Context: an optimization exercise on an open-source flow, tuned for small area, a short achievable clock period and few clock cycles. The choices shown serve that exercise and are no tape-out recipe. At most, simulation tests tie the RTL to the original design; equivalence was not proved. No activity file was given, so power comes from the tool's default toggle rates.

== job 2293 ==
## mxenc
module mxenc (
    input  wire         clk,
    input  wire         rst,           
    input  wire         in_valid,
    output wire         in_ready,
    input  wire [31:0]  in_data,       
    input  wire [3:0]   in_fmt,        
    input  wire [3:0]   in_ctl,        
    output reg          out_valid,
    input  wire         out_ready,
    output reg  [7:0]   out_scale,
    output wire [255:0] out_data,
    output reg  [3:0]   out_flags,     
    output reg          out_err        
);
Size: roughly 2200 cells after synthesis, about 320 I/O pins, roughly 32000 sq um of cells after synthesis.
clock: 24.0 ns
lec_check: 0
cap_margin: 20
core_margin: 2
core_utilization: 55
cts_buf_list: sky130_fd_sc_hd__clkbuf_8
cts_cluster_diameter: 40
cts_cluster_size: 12
place_density: 0.65
slew_margin: 20
synth_hierarchical: 0
standard.sh (not shown) runs the stock make flow with config.mk's settings and CLKGATE_MAP_FILE= SYNTH_SCRIPT=/design/flow/synth_recipe.tcl, a recipe that flattens the netlist after the stock synthesis.
==> flow/flow/run.sh <==
#!/bin/bash
# The standard layout, with the port buffers built from plain buffers
# (buf_2) instead of the cell buffer_ports picks by itself.
set -euo pipefail
export BUFFER_PORTS_ARGS="-buffer_cell sky130_fd_sc_hd__buf_2"
bash standard.sh > standard.log 2>&1
Having completed the whole flow, job 2293 delivered a layout that passed the timing, DRC and antenna checks.
Relative to job 2293, the following input files were edited for job 7126:
-- flow/design.v --
<<< job 2293, line 341
    reg [1:0]  d2_idx;
    reg        d2_first, d2_last;
    reg  [4:0] a_memin;
    always @(*) begin
>>> job 7126, line 341
    reg [1:0]  d2_idx;
    reg        d2_first, d2_last;
    reg [7:0]  rh_scale;
    reg        rh_err, rh_nanblk, rh_snan;
    reg  [4:0] a_memin;
    always @(*) begin
<<< job 2293, line 370
                r_wsel   <= a_err ? 2'd0 : (a_fsel == 3'd2 || a_fsel == 3'd3) ? 2'd1 :
                            (a_fsel == 3'd4) ? 2'd2 : 2'd0;
            end
        end
>>> job 7126, line 372
                r_wsel   <= a_err ? 2'd0 : (a_fsel == 3'd2 || a_fsel == 3'd3) ? 2'd1 :
                            (a_fsel == 3'd4) ? 2'd2 : 2'd0;
            end
            if (d1_v && d1_last) begin
                rh_err    <= a_err;
                rh_nanblk <= a_nanblk;
                rh_snan   <= a_snan;
                rh_scale  <= a_err ? 8'd0 : a_nanblk ? 8'hFF : a_scale;
            end
        end
<<< job 2293, line 442
            if (out_valid && out_ready) out_valid <= 1'b0;
            if (take && d2_last) begin
                out_valid      <= 1'b1;
                out_flags[2:0] <= r_zero ? 3'd0 : fl_now;
            end
        end
        if (take && d2_idx == 2'd1) begin
            out_scale    <= a_err ? 8'd0 : a_nanblk ? 8'hFF : a_scale;
            out_err      <= a_err;
            out_flags[3] <= a_snan && !a_err;
        end
    end
>>> job 7126, line 450
            if (out_valid && out_ready) out_valid <= 1'b0;
            if (take && d2_last) begin
                out_valid <= 1'b1;
                out_scale <= rh_scale;
                out_flags <= rh_err ? 4'd0 : rh_nanblk ? {rh_snan, 3'b000} : {rh_snan, fl_now};
                out_err   <= rh_err;
            end
        end
    end
- In summary, job 7126 completed successfully, with a layout that passed the timing, DRC and antenna checks.
- Comparing job 2293 and job 7126, the lower wire length is on job 7126.
- When the final numbers for job 2293 and job 7126 were put side by side, the maximum ir drop on the vdd rail turned out to be greater in job 7126.
- Taking job 2293 as the reference point, the global-route usage of job 7126 falls by 0.83 points.
- When job 7126 is set beside job 2293, its number of flip-flops and latches turns out to be about 1.1% larger.
- For job 7126, the highest routing layer actually used was met4, unlike job 2293, where it was met5.
- Diff job 2293 -> job 7126 | count of clock-buffer cells in the layout | decrease of 9
- Comparing routed length on met2 for job 2293 and job 7126, the bigger number came from job 7126.
- Delta (job 7126 minus job 2293): number of antenna violations at the first check in global routing now sits lower; horizontal extent of the die closely matched the old numbers; share of cell area taken by multi-input logic gates went down 0.47 points; final hold slack barely changed; layout-stage area growth over the synthesis result fell by 0.51 points.
No run of this note included a check of the RTL's function; only the layout flow was run.

* * *

job 3347:
mxenc, a different RTL version from the one above (not shown whole).
Size: about 870 flip-flops, roughly 320 I/O pins.
clock: 24.0 ns
lec_check: 0
cap_margin: 20
core_margin: 2
core_utilization: 55
cts_buf_list: sky130_fd_sc_hd__clkbuf_8
cts_cluster_diameter: 50
cts_cluster_size: 16
place_density: 0.65
slew_margin: 20
synth_hierarchical: 0
Scripts as last shown in full above: flow/flow/run.sh
Relative to job 3347, the following input files were edited for job 3389:
--- a/flow/design.v
+++ b/flow/design.v
@@ -1,45 +1,24 @@
 module mx_src_pack (
     input  wire [31:0] x,
+    input  wire [4:0]  nsh,
     output wire [1:0]  cls,     
     output wire [8:0]  xs,
-    output reg  [7:0]  fr
+    output wire [7:0]  fr
 );
     wire [7:0]  e = x[30:23];
     wire [22:0] f = x[22:0];
     wire        e_max  = &e;
     wire        e_zero = ~|e;
     wire        f_zero = ~|f;
     assign cls = e_max ? (f_zero ? 2'd2 : 2'd3) : (e_zero && f_zero) ? 2'd1 : 2'd0;
-    reg [4:0] lz;
-    integer i;
-    always @(*) begin
-        lz = 5'd22;
-        for (i = 0; i < 23; i = i + 1)
-            if (f[i]) lz = 5'd22 - i[4:0];
-    end
-    assign xs = e_zero ? (9'd0 - {4'b0, lz}) : {1'b0, e};
-    wire        z16 = ~|f[22:7];
-    wire [22:0] s1  = z16 ? {f[6:0], 16'b0} : f;
-    wire        z8  = ~|s1[22:15];
-    wire [22:0] s2  = z8 ? {s1[14:0], 8'b0} : s1;
-    wire        z4  = ~|s2[22:19];
-    wire [22:0] s3  = z4 ? {s2[18:0], 4'b0} : s2;
-    wire        z2  = ~|s3[22:21];
-    wire [22:0] s4  = z2 ? {s3[20:0], 2'b0} : s3;
-    wire        z1  = ~s4[22];
-    wire [22:0] s5  = z1 ? {s4[21:0], 1'b0} : s4;
-    always @(*) begin
-        if (!e_zero)
-            fr = {f[22:16], |f[15:0]};
-        else
-            fr = {s5[21:15], |s5[14:0]};
-    end
+    assign xs  = e_zero ? (9'd0 - {4'b0, nsh}) : {1'b0, e};
+    assign fr  = e_zero ? {f[21:15], |f[14:0]} : {f[22:16], |f[15:0]};
 endmodule
 module mx_enc_align (
     input  wire [6:0]  dl,
     input  wire [7:0]  m,
     input  wire [2:0]  fsel,
     input  wire [9:0]  r,
     output wire [9:0]  d,
     output wire [7:0]  pre,
     output wire        g,
@@ -159,29 +138,37 @@
     output reg  [3:0]   out_flags,     
     output reg          out_err        
 );
     reg         in_ready_r;
     assign in_ready = in_ready_r;
     wire in_fire = in_valid && in_ready_r && !rst;
     reg [31:0] i0_d;
     reg [3:0]  i0_fmt, i0_ctl;
     reg        i0_v;
+    reg [4:0]  nsh;                 
+    wire       i0_un = (i0_d[30:23] == 8'd0) && (i0_d[22:0] != 23'd0) && !i0_d[22];
     always @(posedge clk) begin
         if (in_fire) begin
             i0_d   <= in_data;
             i0_fmt <= in_fmt;
             i0_ctl <= in_ctl;
+            nsh    <= 5'd0;
+        end else if (i0_v && i0_un) begin
+            i0_d[22:0] <= {i0_d[21:0], 1'b0};
+            nsh        <= nsh + 5'd1;
         end
     end
+    wire in_un   = (in_data[30:23] == 8'd0) && (in_data[22:0] != 23'd0) && !in_data[22];
+    wire i0_ok_n = in_fire ? !in_un : (!i0_un || i0_d[21]);
     wire [1:0] c0_cls;
     wire [8:0] c0_xs;
     wire [7:0] c0_fr;
-    mx_src_pack u_pack (.x(i0_d), .cls(c0_cls), .xs(c0_xs), .fr(c0_fr));
+    mx_src_pack u_pack (.x(i0_d), .nsh(nsh), .cls(c0_cls), .xs(c0_xs), .fr(c0_fr));
     wire       c0_s = i0_d[31];
     reg [5:0] i0_cfg;
     always @(*) begin
         i0_cfg[2:0] = 3'd0;
         i0_cfg[5]   = 1'b0;
         case (i0_fmt)
             4'h4: i0_cfg[2:0] = 3'd0;
             4'h5: i0_cfg[2:0] = 3'd1;
             4'h6: i0_cfg[2:0] = 3'd2;
@@ -200,19 +187,19 @@
     reg [4:0]  wcnt;                
     reg [4:0]  dcnt;                
     reg        wm;                  
     reg        dm;                  
     reg        dpend;               
     reg        pd;                  
     wire        stall;
     wire        stall_n;            
     wire        drain  = pd && !stall;
-    wire        wr     = i0_v && wm && (!dpend || (wcnt < dcnt) || drain);
+    wire        wr     = i0_v && !i0_un && wm && (!dpend || (wcnt < dcnt) || drain);
     wire [4:0]  h1     = h + 5'd1;
     wire        wlast  = wr && (wcnt == 5'd31);
     wire        wfirst = (wcnt == 5'd0);
     reg  [8:0] lead;                
     reg        any_fnz;             
     reg  [8:0] lc_e;                
     reg  [4:0] lc;                  
     reg        any_nan, any_snan;
     reg  [5:0] cfg_blk;
@@ -266,19 +253,19 @@
             in_ready_r <= 1'b1;
             h          <= 5'd31;
             wcnt       <= 5'd0;
             wm         <= 1'b0;
         end else begin
             i0_v <= i0_v_n;
             h    <= h1;
             wm   <= wm_n;
             if (wr) wcnt <= h1;             
-            in_ready_r <= !i0_v_n || (wm_n && (!dpend_n || (dpend_n && dm_n && !stall_n)));
+            in_ready_r <= !i0_v_n || (i0_ok_n && wm_n && (!dpend_n || (dpend_n && dm_n && !stall_n)));
         end
         if (wr) begin
             if (newmax) lead <= c0_xs;
             any_fnz <= c0_fnz || (!wfirst && any_fnz);
             if (restart) begin
                 lc_e <= c0_xs;
                 lc   <= wcnt;
             end
             any_nan  <= c0_nan || (!wfirst && any_nan);
## What came out
Looking at the reports, job 3389 completed the entire flow and the layout it produced met the timing, DRC and antenna checks. Compared with job 3347, job 3389 shows a synthesized-area fraction occupied by and/or/nand/nor cells that is 0.63 points higher. In job 3389 the via count turned out 833 lower than in job 3347. Going from job 3347 to job 3389, met1 usage moved down; total power dropped 1.8%; reported leakage power went up by about 0.32%; fraction of area in multi-input gates decreased 0.97 points. Job 3347 → job 3389: wire length of the first global-routing pass now sits lower, layout buffer count excluding clock buffers now sits higher, final area now sits lower, final cell count now sits lower, final worst setup slack now sits higher. The instance count of the mapped netlist in job 3389 sits 67 below the value recorded for job 3347. The area added between synthesis and finish on job 3389 is in line with that on job 3347. Count of clock-buffer cells in the layout for job 3389 is lower than for job 3347.
Testbench counts of job 3389, summed over its fixed seeds: cycles 12,576.
Function not checked in job 3347: the RTL went through the layout flow alone.

-- what the ideal ports hide --
The results above use ideal ports. As a check the final layouts listed here were re-extracted and re-timed, cells and wires unchanged.
Step 1 (the two cells are an assumption about what drives the block):
set clk [get_ports {clk}]
set_driving_cell -lib_cell sky130_fd_sc_hd__clkbuf_16 $clk
set_driving_cell -lib_cell sky130_fd_sc_hd__buf_2 [delete_from_list [all_inputs] $clk]
Step 2 moves the port delays by t, midway between the first and last clock arrival at a register: inputs arrive t later, outputs are due t later. That takes back most of the time a late clock gives input paths.
Three values: no drivers, after step 1, after step 2; two values: the first two.
run | t, ns | slack for setup (ns) | hold WS [ns] | clock arrival spread, ns | worst slew at a driven data input, ns
job 2293 | 0.751 | 17.768 / 17.712 / 17.462 | 0.317 / 0.317 / 0.317 | 0.030 / 0.030 | 0.07
job 7126 | 0.764 | 17.835 / 17.782 / 17.508 | 0.318 / 0.318 / 0.318 | 0.047 / 0.048 | 0.06
job 3347 | 0.748 | 17.768 / 17.709 / 17.479 | 0.324 / 0.324 / 0.324 | 0.030 / 0.029 | 0.07
job 3389 | 0.730 | 17.795 / 17.738 / 17.242 | 0.322 / 0.322 / 0.322 | 0.043 / 0.042 | 0.04
After both steps setup and hold are still met in every run listed. The setup slack of job 3389, which loses most, moves by -0.057 ns with the drivers and by -0.553 ns with both steps.
